Source: an optimization exercise on an open RTL-to-GDS flow (aim: small area, a short achievable clock period and few clock cycles per item). Production flows keep margins and buffers that such runs may drop. Where RTL was checked, it was by simulation tests only, not by an equivalence proof against the original. Power and IR-drop figures of this design are not reliable: the tool's default activity estimate is inflated in some of its runs.

==> flow/design.v (excerpt) <==
module sha256_blk (
    input  wire         clk,
    input  wire         rst,           
    input  wire         in_valid,
    output reg          in_ready,
    input  wire         in_first,      
    input  wire [511:0] in_block,      
    output reg          out_valid,     
    output wire [255:0] digest         
);
For scale: ~1100 flip-flops, ~770 I/O pins, about 49000 um^2 of cells after synthesis.
Settings: LEC_CHECK=0, CAP_MARGIN=20, CORE_MARGIN=2, CORE_UTILIZATION=55, CTS_CLUSTER_DIAMETER=80, CTS_CLUSTER_SIZE=24, SLEW_MARGIN=20, TNS_END_PERCENT=20; clock period 12.0 ns.
standard.sh (not shown) runs the stock make flow with config.mk's settings and CLKGATE_MAP_FILE= SYNTH_SCRIPT=/design/flow/synth_recipe.tcl, a recipe that flattens the netlist after the stock synthesis.
==> flow/flow/run.sh <==
#!/bin/bash
# Standard ORFS flow (the standard.sh, unchanged synthesis), with:
#  - the port buffers made from the smallest buffer cell (buf_1) instead of
#    the default choice; every input and output still gets its own buffer;
set -euo pipefail
export BUFFER_PORTS_ARGS="-buffer_cell sky130_fd_sc_hd__buf_1"
export SETUP_SLACK_MARGIN=${MARGIN:-7.5}
bash standard.sh > standard.log 2>&1
The starting point finished clean.
Testbench counts at the start, summed over its fixed seeds: cycles 39,488, blocks 580.
Change:
CORE_UTILIZATION = 50   (was 55)
GPL_TIMING_DRIVEN = 1   (was not set)
=> Via count went down by about 6.6%; setup slack improved by 1100 ps; global-route usage went down by 7.2 points.
Change:
--- a/flow/flow/run.sh
+++ b/flow/flow/run.sh
@@ -5,4 +5,4 @@
 set -euo pipefail
 export BUFFER_PORTS_ARGS="-buffer_cell sky130_fd_sc_hd__buf_1"
-export SETUP_SLACK_MARGIN=${MARGIN:-7.5}
+export SETUP_SLACK_MARGIN=${MARGIN:-8}
 bash standard.sh > standard.log 2>&1
GPL_TIMING_DRIVEN = not set   (was 1)
=> The changed run finished clean. Clock-buffer cell count stays the same. Power rises by 11%. Worst setup slack loses 460 ps. Combinational power grows by 14%. Core utilization rose by 1.1 points.
Change:
--- a/flow/flow/run.sh
+++ b/flow/flow/run.sh
@@ -5,4 +5,4 @@
 set -euo pipefail
 export BUFFER_PORTS_ARGS="-buffer_cell sky130_fd_sc_hd__buf_1"
-export SETUP_SLACK_MARGIN=${MARGIN:-8}
+export SETUP_SLACK_MARGIN=${MARGIN:-7.5}
 bash standard.sh > standard.log 2>&1
What happened: Combinational power is lower by roughly a tenth. Clock power is lower by a few percent. Sequential power is lower slightly.

## the previous run
Another version of the RTL of sha256_blk (not shown whole).
For scale: ~4800 cells after synthesis, roughly 1100 flip-flops, roughly 770 I/O pins, roughly 49000 um2 of cells after synthesis.
clock: 12.0 ns
lec_check: 0
cap_margin: 20
core_margin: 2
core_utilization: 50
cts_cluster_diameter: 80
cts_cluster_size: 24
slew_margin: 20
==> flow/flow/run.sh <==
#!/bin/bash
# Standard ORFS flow (the standard.sh, unchanged synthesis), with:
#  - the port buffers made from the smallest buffer cell (buf_1) instead of
#    the default choice; every input and output still gets its own buffer;
set -euo pipefail
export BUFFER_PORTS_ARGS="-buffer_cell sky130_fd_sc_hd__buf_1"
export SETUP_SLACK_MARGIN=${MARGIN:-7.5}
bash standard.sh > standard.log 2>&1
diff inputs: the previous run => the current run
diff --git a/flow/flow/run.sh b/flow/flow/run.sh
--- a/flow/flow/run.sh
+++ b/flow/flow/run.sh
@@ -5,4 +5,4 @@
 set -euo pipefail
 export BUFFER_PORTS_ARGS="-buffer_cell sky130_fd_sc_hd__buf_1"
-export SETUP_SLACK_MARGIN=${MARGIN:-7.5}
+export SETUP_SLACK_MARGIN=${MARGIN:-7}
 bash standard.sh > standard.log 2>&1
Notes after the runs:
Changes observed in the current run relative to the previous run: fmax fell by about 4.5%; clock buffer instance count of the final layout rose by about 3.4%.
On clock-cell share of area, the previous run and the current run are basically level.
e[2] as the launching element of the worst setup path was reported by the current run, and e[19] by the previous run.
Delta (the current run minus the previous run): critical path depth held, power consumed by the clock network went down about 2%.
No functional check of the RTL was part of any run of this note.

Another version of the RTL of sha256_blk (not shown whole).
For scale: roughly 4600 cells after synthesis, ~770 I/O pins, ~48000 sq um of cells after synthesis.
Settings: LEC_CHECK=0, CAP_MARGIN=5, CORE_MARGIN=2, CORE_UTILIZATION=50, CTS_CLUSTER_DIAMETER=80, CTS_CLUSTER_SIZE=24, SLEW_MARGIN=5; clock period 12.0 ns.
==> flow/flow/run.sh <==
#!/bin/bash
# Standard ORFS flow (the standard.sh, unchanged synthesis), with:
#  - the port buffers made from the smallest buffer cell (buf_1) instead of
#    the default choice; every input and output still gets its own buffer;
set -euo pipefail
export BUFFER_PORTS_ARGS="-buffer_cell sky130_fd_sc_hd__buf_1"
export SETUP_SLACK_MARGIN=${MARGIN:-7.5}
bash standard.sh > standard.log 2>&1
Testbench counts at the start, summed over its fixed seeds: cycles 39,488, blocks 580.
Then changed:
--- a/flow/flow/run.sh
+++ b/flow/flow/run.sh
@@ -6,3 +6,3 @@
 export BUFFER_PORTS_ARGS="-buffer_cell sky130_fd_sc_hd__buf_1"
-export SETUP_SLACK_MARGIN=${MARGIN:-7.5}
+export SETUP_SLACK_MARGIN=${MARGIN:-7}
 bash standard.sh > standard.log 2>&1
--- a/flow/config.mk
+++ b/flow/config.mk
@@ -7,3 +7,3 @@
 export LEC_CHECK = 0
-export CAP_MARGIN = 5
+export CAP_MARGIN = 20
 export CORE_MARGIN = 2
@@ -12,2 +12,2 @@
 export CTS_CLUSTER_SIZE = 24
-export SLEW_MARGIN = 5
+export SLEW_MARGIN = 20
=> The new run ran to the end with no violations; total power went down by 12%; register-to-register slack got worse by 0.04 ns; routed wire length went down by 2.3%; non-clock buffer count went down by 50; synthesized area stays the same; combinational power went down by 14%; clock-buffer cell count went down by 1.
Then changed:
--- a/flow/config.mk
+++ b/flow/config.mk
@@ -7,2 +7,3 @@
 export LEC_CHECK = 0
+export ABC_AREA = 1
 export CAP_MARGIN = 20
The new run went through all stages and came out clean.
Routed wire length climbs by 11%.
Via count goes up by 22%.
Total power falls by 12%.
Worst hold slack gets better by 0.020 ns.
Sequential power came out lower by 5.5%.
Final area is higher by 6.7%.
Utilization decreases by 0.41 points.
Die area increases by 7.7%.
Clock-buffer cell count climbs by 5.
Then changed:
--- a/flow/flow/run.sh
+++ b/flow/flow/run.sh
@@ -6,3 +6,3 @@
 export BUFFER_PORTS_ARGS="-buffer_cell sky130_fd_sc_hd__buf_1"
-export SETUP_SLACK_MARGIN=${MARGIN:-7}
+export SETUP_SLACK_MARGIN=${MARGIN:-8}
 bash standard.sh > standard.log 2>&1
--- a/flow/config.mk
+++ b/flow/config.mk
@@ -7,6 +7,5 @@
 export LEC_CHECK = 0
-export ABC_AREA = 1
 export CAP_MARGIN = 20
 export CORE_MARGIN = 2
-export CORE_UTILIZATION = 50
+export CORE_UTILIZATION = 55
 export CTS_CLUSTER_DIAMETER = 80
Cell count falls by 20%.
Clock-buffer cell count came out lower by 2.
Via count decreases by 11%.
Die area goes down by 15%.
Clock power falls by about 5%.
Setup slack is worse by 0.082 ns.
Total power grows by 44%.

run A:
sha256_blk, a different RTL version from the one above (not shown whole).
Size in the first run: ~4800 cells after synthesis, ~770 I/O pins, roughly 0.049 mm^2 of cells after synthesis.
clock: 12.0 ns
lec_check: 0
cap_margin: 20
core_margin: 2
core_utilization: 50
slew_margin: 20
==> flow/flow/run.sh <==
#!/bin/bash
# Standard ORFS flow (the standard.sh, unchanged synthesis), with:
#  - the port buffers made from the smallest buffer cell (buf_1) instead of
#    the default choice; every input and output still gets its own buffer;
set -euo pipefail
export BUFFER_PORTS_ARGS="-buffer_cell sky130_fd_sc_hd__buf_1"
export SETUP_SLACK_MARGIN=${MARGIN:-6.5}
bash standard.sh > standard.log 2>&1
Testbench counts of run A, summed over its fixed seeds: cycles 39,488, blocks 580.
Inputs modified between run A and run B:
- an added CTS_CLUSTER_DIAMETER of 100
- an added CTS_CLUSTER_SIZE of 30
--- a/flow/flow/run.sh
+++ b/flow/flow/run.sh
@@ -6,3 +6,3 @@
 export BUFFER_PORTS_ARGS="-buffer_cell sky130_fd_sc_hd__buf_1"
-export SETUP_SLACK_MARGIN=${MARGIN:-6.5}
+export SETUP_SLACK_MARGIN=${MARGIN:-9}
 bash standard.sh > standard.log 2>&1
[run B] non-clock buffer count rose 33% relative to run A
As far as final-layout setup total negative slack goes, run A and run B are indistinguishable; the numbers are identical.
Run B vs run A: first-pass GRT wire length up by a few percent
Run B: power is 19% higher than what run A reported.
When the final numbers for run A and run B were put side by side, the total wire length turned out to be smaller in run A.
In run B relative to run A, detailed-routing wirelength on met1 had gone up slightly.
On hold slack, the higher figure sits with run B, not run A.
Here is what was changed in the inputs of run C compared with run B.
- removing CTS_CLUSTER_SIZE (formerly 30)
- removing CTS_CLUSTER_DIAMETER (formerly 100)
--- a/flow/flow/run.sh
+++ b/flow/flow/run.sh
@@ -6,3 +6,3 @@
 export BUFFER_PORTS_ARGS="-buffer_cell sky130_fd_sc_hd__buf_1"
-export SETUP_SLACK_MARGIN=${MARGIN:-9}
+export SETUP_SLACK_MARGIN=${MARGIN:-7.5}
 bash standard.sh > standard.log 2>&1
==> comparison <==
Worst hold slack (run C over run B): decrease, 0.043 ns
Run C: share of post-route cells with drive strength above 1 is 17 points lower than what run B reported.
Run C vs run B on depth of the critical timing path with buffers and inverters included: run C is the higher one.
Changes observed in run C relative to run B: detailed route wirelength on metal2 now sits lower; sequential cell area share up 2.1 points; final instance area went down 7.5%; met1 wire length saw a decrease; non-clock buffer count decreased by 187 relative to the old numbers.
Compare run C and run B | final wirelength higher: run B
Per the comparison of run C with run B, placed wire-length estimate after detailed placement rose about 1.6%, peak clock frequency supported by timing about even.

sha256_blk, a different RTL version from the one above (not shown whole).
Size: ~1100 flip-flops, about 770 I/O pins, roughly 50000 um2 of cells after synthesis.
Settings: LEC_CHECK=0, CAP_MARGIN=20, CORE_MARGIN=2, CORE_UTILIZATION=50, SLEW_MARGIN=20; clock period 12.0 ns.
run.sh (not shown) runs the stock make flow with config.mk's settings and CLKGATE_MAP_FILE= SYNTH_SCRIPT=/design/flow/synth_recipe.tcl, a recipe that flattens the netlist after the stock synthesis.
Stock flow here: none of the scripts above is used.
Change:
Settings changed: CORE_UTILIZATION 50 to 65, CTS_BUF_LIST set to sky130_fd_sc_hd__clkbuf_4, SETUP_SLACK_MARGIN set to 5.
Result: The new run ended with an error in 5_1_grt. Synthesized cell count stays the same. Synthesized area does not change.
Change:
Settings changed: CTS_BUF_LIST sky130_fd_sc_hd__clkbuf_4 to not set, SETUP_SLACK_MARGIN 5 to not set.
The changed run aborted during 5_1_grt.
Area after synthesis stays the same.
Synthesized cell count stays the same.
No functional check of the RTL was part of any run of this note.

[separate check: timing with driven ports]
The results above use ideal ports. As a check the final layouts listed here were re-extracted and re-timed, cells and wires unchanged.
Step 1 assumes that a clkbuf_16 drives the clock port and a buf_2 every other input.
Step 2, shift: input delay + t, output delay - t, t = (earliest + latest rising clock arrival at the registers) / 2. This alone moves slack from input paths to output paths.
Slacks: no drivers / after step 1 / after step 2; pairs: no drivers / after step 1.
run	shift t [ns]	setup WS [ns]	hold WS [ns]
the first run of note 1	0.825	6.250 / 6.250 / 6.250	0.293 / 0.293 / 0.293
the second run of note 1	0.790	7.364 / 7.364 / 7.009	0.318 / 0.318 / 0.318
the third run of note 1	0.806	6.905 / 6.905 / 6.905	0.322 / 0.322 / 0.322
the fourth run of note 1	0.790	7.364 / 7.364 / 7.009	0.318 / 0.318 / 0.318
the previous run	0.772	7.249 / 7.249 / 6.825	0.316 / 0.316 / 0.316
the current run	0.743	7.028 / 7.028 / 7.013	0.319 / 0.319 / 0.319
the first run of note 3	0.737	7.088 / 7.088 / 7.088	0.317 / 0.317 / 0.317
the second run of note 3	0.744	7.047 / 7.047 / 6.896	0.293 / 0.293 / 0.293
the third run of note 3	0.764	7.149 / 7.149 / 7.149	0.314 / 0.314 / 0.314
the fourth run of note 3	0.742	7.067 / 7.067 / 7.067	0.285 / 0.285 / 0.285
run A	0.773	6.609 / 6.609 / 6.515	0.248 / 0.248 / 0.248
run B	0.753	7.008 / 7.008 / 6.989	0.286 / 0.286 / 0.286
run C	0.777	7.003 / 7.003 / 6.762	0.243 / 0.243 / 0.243
the first run of note 5	0.790	5.459 / 5.459 / 5.326	0.291 / 0.291 / 0.291
After both steps every run listed still meets setup and hold. For the previous run, which loses most, drivers alone change the setup slack by 0.000 ns; drivers and shift together by -0.424 ns.
